Context: an optimization exercise on an open-source flow, tuned for small area, a short achievable clock period and few clock cycles per item. The choices shown serve that exercise and are no tape-out recipe. At most, simulation tests tie the RTL to the original design; equivalence was not proved. Power figures rest on the tool's default switching activity, not on a simulated workload.

==> run F: inputs <==
## kf_tss_check
module kf_tss_check (
    input  wire         clk,
    input  wire         rst,
    input  wire         in_valid,
    output wire         in_ready,
    input  wire         in_seq_stopped,
    input  wire         in_pin_owned,
    input  wire [31:0]  in_period,
    input  wire [319:0] in_entry,
    output wire         out_valid,
    output wire [15:0]  out_status,
    output wire [3:0]   out_field
);
export LEC_CHECK = 0
export CAP_MARGIN = 20
export CORE_MARGIN = 2
export CORE_UTILIZATION = 60
export CTS_BUF_LIST = sky130_fd_sc_hd__clkbuf_8
export PLACE_DENSITY = 0.66
export SETUP_SLACK_MARGIN = 4.6
export SLEW_MARGIN = 20
export SYNTH_HIERARCHICAL = 1
export SYNTH_MINIMUM_KEEP_SIZE = 0
export TNS_END_PERCENT = 5
create_clock -name core_clock -period 7.0 [get_ports {clk}]
standard.sh (not shown) runs the stock make flow with config.mk's settings and CLKGATE_MAP_FILE= SYNTH_SCRIPT=/design/flow/synth_recipe.tcl, a recipe that flattens the netlist after the stock synthesis.
==> flow/flow/run.sh <==
#!/bin/bash
# The standard layout (standard.sh), with the ports buffered by the smallest buffer
# (sky130_fd_sc_hd__buf_1) instead of the one buffer_ports picks by default.
set -euo pipefail
export BUFFER_PORTS_ARGS="-buffer_cell sky130_fd_sc_hd__buf_1"
bash standard.sh > standard.log 2>&1
==> run C (differences from run F) <==
==> flow/design.v (replaced) <==
module kf_tss_check (
    input  wire         clk,
    input  wire         rst,
    input  wire         in_valid,
    output wire         in_ready,
    input  wire         in_seq_stopped,
    input  wire         in_pin_owned,
    input  wire [31:0]  in_period,
    input  wire [319:0] in_entry,
    output wire         out_valid,
    output wire [15:0]  out_status,
    output wire [3:0]   out_field
);
    assign in_ready = 1'b1;
    wire [31:0] off  [0:7];
    wire [15:0] slot [0:3];
    genvar g;
    generate
        for (g = 0; g < 8; g = g + 1) begin : g_off
            assign off[g] = in_entry[32*g +: 32];
        end
        for (g = 0; g < 4; g = g + 1) begin : g_slot
            assign slot[g] = in_entry[256 + 16*g +: 16];
        end
    endgenerate
    integer i, k;
    reg [1:0] pre;
    always @(*) begin
        if (!in_seq_stopped)        pre = 2'd1;
        else if (!in_pin_owned)     pre = 2'd2;
        else if (in_period == 32'd0) pre = 2'd3;
        else                        pre = 2'd0;
    end
    reg [3:0] slot_bad;
    always @(*) begin
        for (i = 0; i < 4; i = i + 1) begin
            slot_bad[i] = 1'b0;
            for (k = 0; k < 6; k = k + 1)
                if (slot[i][2*k +: 2] == 2'b11)
                    slot_bad[i] = 1'b1;
            if (slot[i][15:14] == 2'b11)
                slot_bad[i] = 1'b1;
            if (slot[i][13:12] == 2'b00 && slot[i][15:14] != 2'b00)
                slot_bad[i] = 1'b1;
        end
    end
    reg       c5_fail;
    reg [1:0] c5_slot;
    always @(*) begin
        c5_fail = 1'b0;
        c5_slot = 2'd0;
        for (i = 3; i >= 0; i = i - 1)
            if (slot_bad[i]) begin
                c5_fail = 1'b1;
                c5_slot = i[1:0];
            end
    end
    reg [2:0] early;
    always @(*)
        if (pre != 2'd0)  early = {1'b0, pre};
        else if (c5_fail) early = {1'b1, c5_slot};
        else              early = 3'd0;
    reg [5:0] fire [0:3];
    reg [3:0] stb2;
    always @(*) begin
        for (i = 0; i < 4; i = i + 1) begin
            for (k = 0; k < 6; k = k + 1)
                fire[i][k] = slot[i][2*k +: 2] != 2'b00;
            stb2[i] = slot[i][15:14] == 2'b01 || slot[i][15:14] == 2'b10;
        end
    end
    reg [7:0] used;
    always @(*) begin
        for (k = 0; k < 6; k = k + 1)
            used[k] = fire[0][k] | fire[1][k] | fire[2][k] | fire[3][k];
        used[6] = 1'b1;
        used[7] = |stb2;
    end
    wire [7:0] ge;
    generate
        for (g = 0; g < 8; g = g + 1) begin : g_ge
            kf_tss_ge u_ge (.a(off[g]), .b(in_period), .y(ge[g]));
        end
    endgenerate
    wire far10, far20, far21, far30, far31, far32, far54, far76;
    kf_tss_far10 u_far10 (.a(off[1]), .b(off[0]), .y(far10));
    kf_tss_far10 u_far20 (.a(off[2]), .b(off[0]), .y(far20));
    kf_tss_far10 u_far21 (.a(off[2]), .b(off[1]), .y(far21));
    kf_tss_far10 u_far30 (.a(off[3]), .b(off[0]), .y(far30));
    kf_tss_far10 u_far31 (.a(off[3]), .b(off[1]), .y(far31));
    kf_tss_far10 u_far32 (.a(off[3]), .b(off[2]), .y(far32));
    kf_tss_far11 u_far54 (.a(off[5]), .b(off[4]), .y(far54));
    kf_tss_far10 u_far76 (.a(off[7]), .b(off[6]), .y(far76));
    wire en2 = (fire[0][4] & fire[0][5]) | (fire[1][4] & fire[1][5]) |
               (fire[2][4] & fire[2][5]) | (fire[3][4] & fire[3][5]);
    reg        s_valid;
    reg [2:0]  s_early;
    reg [7:0]  s_ge;
    reg [1:0]  s_used_e;  
    reg        s_used_s1;  
    reg [7:0]  s_far;     
    reg [3:0]  s_fire [0:3];
    reg        s_en2;
    always @(posedge clk) begin
        s_valid <= in_valid & ~rst;
        s_early <= early;
        s_ge    <= ge;
        s_used_e  <= used[5:4];
        s_used_s1 <= used[7];
        s_far   <= {far76, far54, far32, far31, far30, far21, far20, far10};
        for (i = 0; i < 4; i = i + 1)
            s_fire[i] <= fire[i][3:0];
        s_en2   <= en2;
    end
    wire [3:0] s_used_d = s_fire[0] | s_fire[1] | s_fire[2] | s_fire[3];
    wire [7:0] s_c6 = {s_used_s1, 1'b1, s_used_e, s_used_d} & s_ge;
    wire [7:0] s_near = ~s_far;
    reg [2:0] s_c7 [0:3];
    always @(*) begin
        for (i = 0; i < 4; i = i + 1) begin
            s_c7[i][0] = s_fire[i][1] & s_fire[i][0] & s_near[0];
            s_c7[i][1] = s_fire[i][2] & (s_fire[i][1] ? s_near[2] : s_fire[i][0] & s_near[1]);
            s_c7[i][2] = s_fire[i][3] & (s_fire[i][2] ? s_near[5] :
                                         s_fire[i][1] ? s_near[4] : s_fire[i][0] & s_near[3]);
        end
    end
    wire s_c8 = s_en2 & s_near[6];
    wire s_c9 = s_used_s1 & s_near[7];
    localparam [15:0] ST_OK                 = 16'h0000;
    localparam [15:0] ST_SLOT_CODE          = 16'h0106;
    localparam [15:0] ST_EDGE_BEYOND_PERIOD = 16'h0107;
    localparam [15:0] ST_EDGE_SPACING       = 16'h0108;
    localparam [15:0] ST_STROBE_ORDER       = 16'h0109;
    localparam [15:0] ST_SEQ_STATE          = 16'h0200;
    localparam [15:0] ST_PIN_UNASSIGNED     = 16'h0201;
    localparam [15:0] ST_PERIOD_EMPTY       = 16'h0202;
    localparam [3:0]  F_NONE                = 4'd15;
    reg       c6_fail;
    reg [2:0] c6_off;
    always @(*) begin
        c6_fail = 1'b0;
        c6_off  = 3'd0;
        for (k = 7; k >= 0; k = k - 1)
            if (s_c6[k]) begin
                c6_fail = 1'b1;
                c6_off  = k[2:0];
            end
    end
    reg       c7_fail;
    reg [1:0] c7_off;
    always @(*) begin
        c7_fail = 1'b0;
        c7_off  = 2'd0;
        for (i = 3; i >= 0; i = i - 1)
            if (s_c7[i] != 3'd0) begin
                c7_fail = 1'b1;
                c7_off  = s_c7[i][0] ? 2'd1 : s_c7[i][1] ? 2'd2 : 2'd3;
            end
    end
    reg [15:0] status;
    reg [3:0]  field;
    always @(*) begin
        if (s_early == 3'd1) begin
            status = ST_SEQ_STATE;          field = F_NONE;
        end else if (s_early == 3'd2) begin
            status = ST_PIN_UNASSIGNED;     field = F_NONE;
        end else if (s_early == 3'd3) begin
            status = ST_PERIOD_EMPTY;       field = F_NONE;
        end else if (s_early[2]) begin
            status = ST_SLOT_CODE;          field = {2'b10, s_early[1:0]};
        end else if (c6_fail) begin
            status = ST_EDGE_BEYOND_PERIOD; field = {1'b0, c6_off};
        end else if (c7_fail) begin
            status = ST_EDGE_SPACING;       field = {2'b00, c7_off};
        end else if (s_c8) begin
            status = ST_EDGE_SPACING;       field = 4'd5;
        end else if (s_c9) begin
            status = ST_STROBE_ORDER;       field = 4'd7;
        end else begin
            status = ST_OK;                 field = F_NONE;
        end
    end
    reg       o_valid;
    reg [5:0] o_status;    
    reg [3:0] o_field;
    always @(posedge clk) begin
        o_valid  <= s_valid & ~rst;
        o_status <= {status[9:8], status[3:0]};
        o_field  <= field;
    end
    assign out_valid  = o_valid;
    assign out_status = {6'd0, o_status[5:4], 4'd0, o_status[3:0]};
    assign out_field  = o_field;
endmodule
module kf_tss_ge (
    input  wire [31:0] a,
    input  wire [31:0] b,
    output wire        y
);
    reg [31:0] G, P;
    integer s, j;
    always @(*) begin
        G = a & ~b;
        P = a | ~b;
        G[0] = P[0];
        for (s = 1; s < 32; s = s * 2)
            for (j = 0; j < 32; j = j + 2 * s) begin
                G[j] = G[j+s] | (P[j+s] & G[j]);
                P[j] = P[j+s] & P[j];
            end
    end
    assign y = G[0];
endmodule
module kf_tss_far10 (
    input  wire [31:0] a,
    input  wire [31:0] b,
    output wire        y
);
    reg [32:0] G, P, S;
    reg        clo;
    integer s, j;
    always @(*) begin
        G = {1'b0, a & ~b};
        P = {1'b0, a | ~b};
        G[0] = P[0];
        for (s = 1; s < 10; s = s * 2)
            for (j = 0; j + s < 10; j = j + 2 * s) begin
                G[j] = G[j+s] | (P[j+s] & G[j]);
                P[j] = P[j+s] & P[j];
            end
        clo = (a[10] ^ b[10]) & G[0];
        for (j = 11; j < 33; j = j + 1) begin
            S[j] = (j == 32) ? 1'b0 : a[j] ^ b[j];
            G[j] = (S[j] & a[j-1]) | (S[j] & ~b[j-1]);    
            P[j] = (S[j] | a[j-1]) | ~b[j-1];
        end
        for (s = 1; s < 33 - 11; s = s * 2)
            for (j = 11; j + s < 33; j = j + 2 * s) begin
                G[j] = G[j+s] | (P[j+s] & G[j]);
                P[j] = P[j+s] & P[j];
            end
    end
    assign y = G[11] | (P[11] & clo);
endmodule
module kf_tss_far11 (
    input  wire [31:0] a,
    input  wire [31:0] b,
    output wire        y
);
    reg [32:0] G, P, S;
    reg        clo;
    integer s, j;
    always @(*) begin
        G = {1'b0, a & ~b};
        P = {1'b0, a | ~b};
        G[0] = P[0];
        for (s = 1; s < 11; s = s * 2)
            for (j = 0; j + s < 11; j = j + 2 * s) begin
                G[j] = G[j+s] | (P[j+s] & G[j]);
                P[j] = P[j+s] & P[j];
            end
        clo = (a[11] ^ b[11]) & G[0];
        for (j = 12; j < 33; j = j + 1) begin
            S[j] = (j == 32) ? 1'b0 : a[j] ^ b[j];
            G[j] = (S[j] & a[j-1]) | (S[j] & ~b[j-1]);    
            P[j] = (S[j] | a[j-1]) | ~b[j-1];
        end
        for (s = 1; s < 33 - 12; s = s * 2)
            for (j = 12; j + s < 33; j = j + 2 * s) begin
                G[j] = G[j+s] | (P[j+s] & G[j]);
                P[j] = P[j+s] & P[j];
            end
    end
    assign y = G[12] | (P[12] & clo);
endmodule
==> flow/config.mk (replaced) <==
export PLATFORM = sky130hd
export DESIGN_NAME = kf_tss_check
export DESIGN_NICKNAME = kf_tss_check
export VERILOG_FILES = /design/flow/design.v
export SDC_FILE = /design/flow/constraint.sdc
export NUM_CORES = 4
export LEC_CHECK = 0
export CAP_MARGIN = 20
export CORE_MARGIN = 2
export CORE_UTILIZATION = 60
export PLACE_DENSITY = 0.7
export SETUP_SLACK_MARGIN = 4.0
export SLEW_MARGIN = 20
export SYNTH_HIERARCHICAL = 1
export SYNTH_MINIMUM_KEEP_SIZE = 0
==> run summary <==
Of run F and run C, run C has the higher via count (gap 0.32%, measured against run C). Of run F and run C, run F has the higher clock power (gap about 36%, measured against run C). Cell area: run C is smaller than run F (5.0%). Of run C and run F, run F has the higher flip-flop and latch count (gap 32). Against run C, the setup slack of run F is better by 0.54 ns. Run C finished clean. Run F completed without violations. Between run C and run F, the lower synthesized cell count is in run C (gap about 1.2%, measured against run F). Between run F and run C, the lower routed wire length is in run C (gap 2.9%, measured against run C).
Testbench counts of run F, summed over its fixed seeds: cycles 24,016, items 24,000.
Function not checked in run C: the RTL went through the layout flow alone.


==> inputs of v25 <==
kf_tss_check, a different RTL version from the one above (not shown whole).
Settings: LEC_CHECK=0, CAP_MARGIN=20, CORE_MARGIN=2, CORE_UTILIZATION=40, PLACE_DENSITY=0.6, SLEW_MARGIN=20, SYNTH_HIERARCHICAL=1, SYNTH_MINIMUM_KEEP_SIZE=0; clock period 7.0 ns.
Scripts as last shown in full above: flow/flow/run.sh
==> inputs of v24, as changes to v25 <==
SETUP_SLACK_MARGIN = 3.5   (was not set)
==> run summary <==
v25 went through all stages and came out clean. v24 completed with no timing, DRC or antenna violations.
In hold slack, v24 and v25 hardly differ.
Sequential cell count is the same in v25 and v24.
Die area is the same in v24 and v25.
Between v24 and v25, the lower cell area is in v25 (gap about 2.2%, measured against v25).
Between v24 and v25, the lower worst setup slack is in v25 (gap 0.41 ns).
Of v24 and v25, v24 has the higher combinational power (gap about 4%, measured against v25).
Against v24, the sequential share of layout area of v25 is higher by 0.10 points.
In clock-buffer cell count, v24 and v25 do not differ.
Of v24 and v25, v24 has the higher critical path depth (gap 1).
Function was not checked in any run of this note: the RTL went through the layout flow alone.


==> inputs of run D <==
kf_tss_check, a different RTL version from the one above (not shown whole).
Settings: LEC_CHECK=0, CAP_MARGIN=20, CORE_MARGIN=2, CORE_UTILIZATION=60, PLACE_DENSITY=0.7, SETUP_SLACK_MARGIN=4.5, SLEW_MARGIN=20, SYNTH_HIERARCHICAL=1, SYNTH_MINIMUM_KEEP_SIZE=0, TNS_END_PERCENT=5; clock period 7.0 ns.
Scripts as last shown in full above: flow/flow/run.sh
==> inputs of run A, as changes to run D <==
--- a/flow/design.v
+++ b/flow/design.v
@@ -71,54 +71,73 @@
     end
     reg [7:0] used;
     always @(*) begin
         for (k = 0; k < 6; k = k + 1)
             used[k] = fire[0][k] | fire[1][k] | fire[2][k] | fire[3][k];
         used[6] = 1'b1;
         used[7] = |stb2;
     end
-    wire [7:0] ge;
+    wire [2:0] ge_p  [0:7];
+    wire [2:0] far_p [0:7];
     generate
         for (g = 0; g < 8; g = g + 1) begin : g_ge
-            kf_tss_ge u_ge (.a(off[g]), .b(in_period), .y(ge[g]));
+            kf_tss_ge_lo u_lo (.a(off[g][15:0]),  .b(in_period[15:0]),  .c(ge_p[g][0]));
+            kf_tss_ge_hi u_hi (.a(off[g][31:16]), .b(in_period[31:16]), .g(ge_p[g][2]),
+                               .p(ge_p[g][1]));
         end
     endgenerate
-    wire far10, far20, far21, far30, far31, far32, far54, far76;
-    kf_tss_far10 u_far10 (.a(off[1]), .b(off[0]), .y(far10));
-    kf_tss_far10 u_far20 (.a(off[2]), .b(off[0]), .y(far20));
-    kf_tss_far10 u_far21 (.a(off[2]), .b(off[1]), .y(far21));
-    kf_tss_far10 u_far30 (.a(off[3]), .b(off[0]), .y(far30));
-    kf_tss_far10 u_far31 (.a(off[3]), .b(off[1]), .y(far31));
-    kf_tss_far10 u_far32 (.a(off[3]), .b(off[2]), .y(far32));
-    kf_tss_far11 u_far54 (.a(off[5]), .b(off[4]), .y(far54));
-    kf_tss_far10 u_far76 (.a(off[7]), .b(off[6]), .y(far76));
+    kf_tss_far_lo10 u_far10_lo (.a(off[1][16:0]), .b(off[0][16:0]), .c(far_p[0][0]));
+    kf_tss_far_lo10 u_far20_lo (.a(off[2][16:0]), .b(off[0][16:0]), .c(far_p[1][0]));
+    kf_tss_far_lo10 u_far21_lo (.a(off[2][16:0]), .b(off[1][16:0]), .c(far_p[2][0]));
+    kf_tss_far_lo10 u_far30_lo (.a(off[3][16:0]), .b(off[0][16:0]), .c(far_p[3][0]));
+    kf_tss_far_lo10 u_far31_lo (.a(off[3][16:0]), .b(off[1][16:0]), .c(far_p[4][0]));
+    kf_tss_far_lo10 u_far32_lo (.a(off[3][16:0]), .b(off[2][16:0]), .c(far_p[5][0]));
+    kf_tss_far_lo11 u_far54_lo (.a(off[5][16:0]), .b(off[4][16:0]), .c(far_p[6][0]));
+    kf_tss_far_lo10 u_far76_lo (.a(off[7][16:0]), .b(off[6][16:0]), .c(far_p[7][0]));
+    kf_tss_far_hi u_far10_hi (.a(off[1][31:16]), .b(off[0][31:16]), .g(far_p[0][2]), .p(far_p[0][1]));
+    kf_tss_far_hi u_far20_hi (.a(off[2][31:16]), .b(off[0][31:16]), .g(far_p[1][2]), .p(far_p[1][1]));
+    kf_tss_far_hi u_far21_hi (.a(off[2][31:16]), .b(off[1][31:16]), .g(far_p[2][2]), .p(far_p[2][1]));
+    kf_tss_far_hi u_far30_hi (.a(off[3][31:16]), .b(off[0][31:16]), .g(far_p[3][2]), .p(far_p[3][1]));
+    kf_tss_far_hi u_far31_hi (.a(off[3][31:16]), .b(off[1][31:16]), .g(far_p[4][2]), .p(far_p[4][1]));
+    kf_tss_far_hi u_far32_hi (.a(off[3][31:16]), .b(off[2][31:16]), .g(far_p[5][2]), .p(far_p[5][1]));
+    kf_tss_far_hi u_far54_hi (.a(off[5][31:16]), .b(off[4][31:16]), .g(far_p[6][2]), .p(far_p[6][1]));
+    kf_tss_far_hi u_far76_hi (.a(off[7][31:16]), .b(off[6][31:16]), .g(far_p[7][2]), .p(far_p[7][1]));
     wire en2 = (fire[0][4] & fire[0][5]) | (fire[1][4] & fire[1][5]) |
                (fire[2][4] & fire[2][5]) | (fire[3][4] & fire[3][5]);
     reg        s_valid;
     reg [2:0]  s_early;
-    reg [7:0]  s_ge;
+    reg [2:0]  s_ge  [0:7];
     reg [1:0]  s_used_e;  
     reg        s_used_s1;  
-    reg [7:0]  s_near;    
+    reg [2:0]  s_far [0:7];
     reg [3:0]  s_fire [0:3];
     reg        s_en2;
     always @(posedge clk) begin
         s_valid <= in_valid & ~rst;
         s_early <= early;
-        s_ge    <= ge;
         s_used_e  <= used[5:4];
         s_used_s1 <= used[7];
-        s_near  <= ~{far76, far54, far32, far31, far30, far21, far20, far10};
+        for (k = 0; k < 8; k = k + 1) begin
+            s_ge[k]  <= ge_p[k];
+            s_far[k] <= far_p[k];
+        end
         for (i = 0; i < 4; i = i + 1)
             s_fire[i] <= fire[i][3:0];
         s_en2   <= en2;
     end
+    reg [7:0] s_gek;     
+    reg [7:0] s_near;    
+    always @(*)
+        for (k = 0; k < 8; k = k + 1) begin
+            s_gek[k]  = s_ge[k][2] | (s_ge[k][1] & s_ge[k][0]);
+            s_near[k] = !(s_far[k][2] | (s_far[k][1] & s_far[k][0]));
+        end
     wire [3:0] s_used_d = s_fire[0] | s_fire[1] | s_fire[2] | s_fire[3];
-    wire [7:0] s_c6 = {s_used_s1, 1'b1, s_used_e, s_used_d} & s_ge;
+    wire [7:0] s_c6 = {s_used_s1, 1'b1, s_used_e, s_used_d} & s_gek;
     reg [2:0] s_c7 [0:3];
     always @(*) begin
         for (i = 0; i < 4; i = i + 1) begin
             s_c7[i][0] = s_fire[i][1] & s_fire[i][0] & s_near[0];
             s_c7[i][1] = s_fire[i][2] & (s_fire[i][1] ? s_near[2] : s_fire[i][0] & s_near[1]);
             s_c7[i][2] = s_fire[i][3] & (s_fire[i][2] ? s_near[5] :
                                          s_fire[i][1] ? s_near[4] : s_fire[i][0] & s_near[3]);
         end
@@ -186,89 +205,133 @@
         o_valid  <= s_valid & ~rst;
         o_status <= {status[9:8], status[3:0]};
         o_field  <= field;
     end
     assign out_valid  = o_valid;
     assign out_status = {6'd0, o_status[5:4], 4'd0, o_status[3:0]};
     assign out_field  = o_field;
 endmodule
-module kf_tss_ge (
-    input  wire [31:0] a,
-    input  wire [31:0] b,
-    output wire        y
+module kf_tss_ge_lo (
+    input  wire [15:0] a,
+    input  wire [15:0] b,
+    output wire        c
 );
-    reg [31:0] G, P;
+    reg [15:0] G, P;
     integer s, j;
     always @(*) begin
         G = a & ~b;
         P = a | ~b;
         G[0] = P[0];
-        for (s = 1; s < 32; s = s * 2)
-            for (j = 0; j < 32; j = j + 2 * s) begin
+        for (s = 1; s < 16; s = s * 2)
+            for (j = 0; j + s < 16; j = j + 2 * s) begin
                 G[j] = G[j+s] | (P[j+s] & G[j]);
                 P[j] = P[j+s] & P[j];
             end
     end
-    assign y = G[0];
+    assign c = G[0];
 endmodule
-module kf_tss_far10 (
-    input  wire [31:0] a,
-    input  wire [31:0] b,
-    output wire        y
+module kf_tss_ge_hi (
+    input  wire [15:0] a,
+    input  wire [15:0] b,
+    output wire        g,
+    output wire        p
 );
-    reg [32:0] G, P, S;
+    reg [15:0] G, P;
+    integer s, j;
+    always @(*) begin
+        G = a & ~b;
+        P = a | ~b;
+        for (s = 1; s < 16; s = s * 2)
+            for (j = 0; j + s < 16; j = j + 2 * s) begin
+                G[j] = G[j+s] | (P[j+s] & G[j]);
+                P[j] = P[j+s] & P[j];
+            end
+    end
+    assign g = G[0];
+    assign p = P[0];
+endmodule
+module kf_tss_far_lo10 (
+    input  wire [16:0] a,
+    input  wire [16:0] b,
+    output wire        c
+);
+    reg [16:0] G, P, S;
     reg        clo;
     integer s, j;
     always @(*) begin
-        G = {1'b0, a & ~b};
-        P = {1'b0, a | ~b};
+        G = a & ~b;
+        P = a | ~b;
         G[0] = P[0];
         for (s = 1; s < 10; s = s * 2)
             for (j = 0; j + s < 10; j = j + 2 * s) begin
                 G[j] = G[j+s] | (P[j+s] & G[j]);
                 P[j] = P[j+s] & P[j];
             end
         clo = (a[10] ^ b[10]) & G[0];
-        for (j = 11; j < 33; j = j + 1) begin
-            S[j] = (j == 32) ? 1'b0 : a[j] ^ b[j];
+        for (j = 11; j < 17; j = j + 1) begin
+            S[j] = a[j] ^ b[j];
             G[j] = (S[j] & a[j-1]) | (S[j] & ~b[j-1]);    
             P[j] = (S[j] | a[j-1]) | ~b[j-1];
         end
-        for (s = 1; s < 33 - 11; s = s * 2)
-            for (j = 11; j + s < 33; j = j + 2 * s) begin
+        for (s = 1; s < 17 - 11; s = s * 2)
+            for (j = 11; j + s < 17; j = j + 2 * s) begin
                 G[j] = G[j+s] | (P[j+s] & G[j]);
                 P[j] = P[j+s] & P[j];
             end
     end
-    assign y = G[11] | (P[11] & clo);
+    assign c = G[11] | (P[11] & clo);
 endmodule
-module kf_tss_far11 (
-    input  wire [31:0] a,
-    input  wire [31:0] b,
-    output wire        y
+module kf_tss_far_lo11 (
+    input  wire [16:0] a,
+    input  wire [16:0] b,
+    output wire        c
 );
-    reg [32:0] G, P, S;
+    reg [16:0] G, P, S;
     reg        clo;
     integer s, j;
     always @(*) begin
-        G = {1'b0, a & ~b};
-        P = {1'b0, a | ~b};
+        G = a & ~b;
+        P = a | ~b;
         G[0] = P[0];
         for (s = 1; s < 11; s = s * 2)
             for (j = 0; j + s < 11; j = j + 2 * s) begin
                 G[j] = G[j+s] | (P[j+s] & G[j]);
                 P[j] = P[j+s] & P[j];
             end
         clo = (a[11] ^ b[11]) & G[0];
-        for (j = 12; j < 33; j = j + 1) begin
-            S[j] = (j == 32) ? 1'b0 : a[j] ^ b[j];
+        for (j = 12; j < 17; j = j + 1) begin
+            S[j] = a[j] ^ b[j];
             G[j] = (S[j] & a[j-1]) | (S[j] & ~b[j-1]);    
             P[j] = (S[j] | a[j-1]) | ~b[j-1];
         end
-        for (s = 1; s < 33 - 12; s = s * 2)
-            for (j = 12; j + s < 33; j = j + 2 * s) begin
+        for (s = 1; s < 17 - 12; s = s * 2)
+            for (j = 12; j + s < 17; j = j + 2 * s) begin
+                G[j] = G[j+s] | (P[j+s] & G[j]);
+                P[j] = P[j+s] & P[j];
+            end
+    end
+    assign c = G[12] | (P[12] & clo);
+endmodule
+module kf_tss_far_hi (
+    input  wire [15:0] a,
+    input  wire [15:0] b,
+    output wire        g,
+    output wire        p
+);
+    reg [15:0] S, G, P;
+    integer s, j;
+    always @(*) begin
+        for (j = 0; j < 16; j = j + 1)
+            S[j] = (j == 15) ? 1'b0 : a[j+1] ^ b[j+1];
+        for (j = 0; j < 16; j = j + 1) begin
+            G[j] = (S[j] & a[j]) | (S[j] & ~b[j]);
+            P[j] = (S[j] | a[j]) | ~b[j];
+        end
+        for (s = 1; s < 16; s = s * 2)
+            for (j = 0; j + s < 16; j = j + 2 * s) begin
                 G[j] = G[j+s] | (P[j+s] & G[j]);
                 P[j] = P[j+s] & P[j];
             end
     end
-    assign y = G[12] | (P[12] & clo);
+    assign g = G[0];
+    assign p = P[0];
 endmodule
==> flow/config.mk (replaced) <==
export PLATFORM = sky130hd
export DESIGN_NAME = kf_tss_check
export DESIGN_NICKNAME = kf_tss_check
export VERILOG_FILES = /design/flow/design.v
export SDC_FILE = /design/flow/constraint.sdc
export NUM_CORES = 4
export LEC_CHECK = 0
export CAP_MARGIN = 20
export CORE_MARGIN = 2
export CORE_UTILIZATION = 60
export CTS_BUF_LIST = sky130_fd_sc_hd__clkbuf_8
export PLACE_DENSITY = 0.7
export SETUP_SLACK_MARGIN = 4.6
export SLEW_MARGIN = 20
export SYNTH_HIERARCHICAL = 1
export SYNTH_MINIMUM_KEEP_SIZE = 0
export TNS_END_PERCENT = 5
==> summary of the runs <==
In combinational power, run D and run A hardly differ. Between run D and run A, the lower register-to-register slack is in run A (gap 0.30 ns). Against run A, the area after synthesis of run D is smaller by about 4%. Against run D, the clock-buffer cell count of run A is higher by 4.
Testbench counts of run A, summed over its fixed seeds: cycles 24,016, items 24,000.
Only the layout flow was run in run D; the RTL was not checked for function there.

## re-timing with driven ports
The results above use ideal ports. As a check the final layouts listed here were re-extracted and re-timed, cells and wires unchanged. Step 1 assumes that a clkbuf_16 drives the clock port and a buf_2 every other input. Step 2 moves the port delays by t, midway between the first and last clock arrival at a register: inputs arrive t later, outputs are due t later. That takes back most of the time a late clock gives input paths. Three values: no drivers, after step 1, after step 2; two values: the first two.
run | shift t [ns] | slack for setup (ns) | worst data-port slew with drivers (ns)
run F | 0.429 | 4.559 / 4.573 / 4.144 | 0.07
run C | 0.337 | 4.018 / 4.003 / 3.666 | 0.10
v25 | 0.331 | 3.129 / 3.095 / 2.764 | 0.08
v24 | 0.332 | 3.543 / 3.558 / 3.226 | 0.09
run D | 0.341 | 4.177 / 4.169 / 3.828 | 0.11
run A | 0.418 | 4.483 / 4.493 / 4.075 | 0.08
After both steps every run listed still meets setup and hold. The setup slack of run F, which loses most, moves by +0.014 ns with the drivers and by -0.415 ns with both steps.
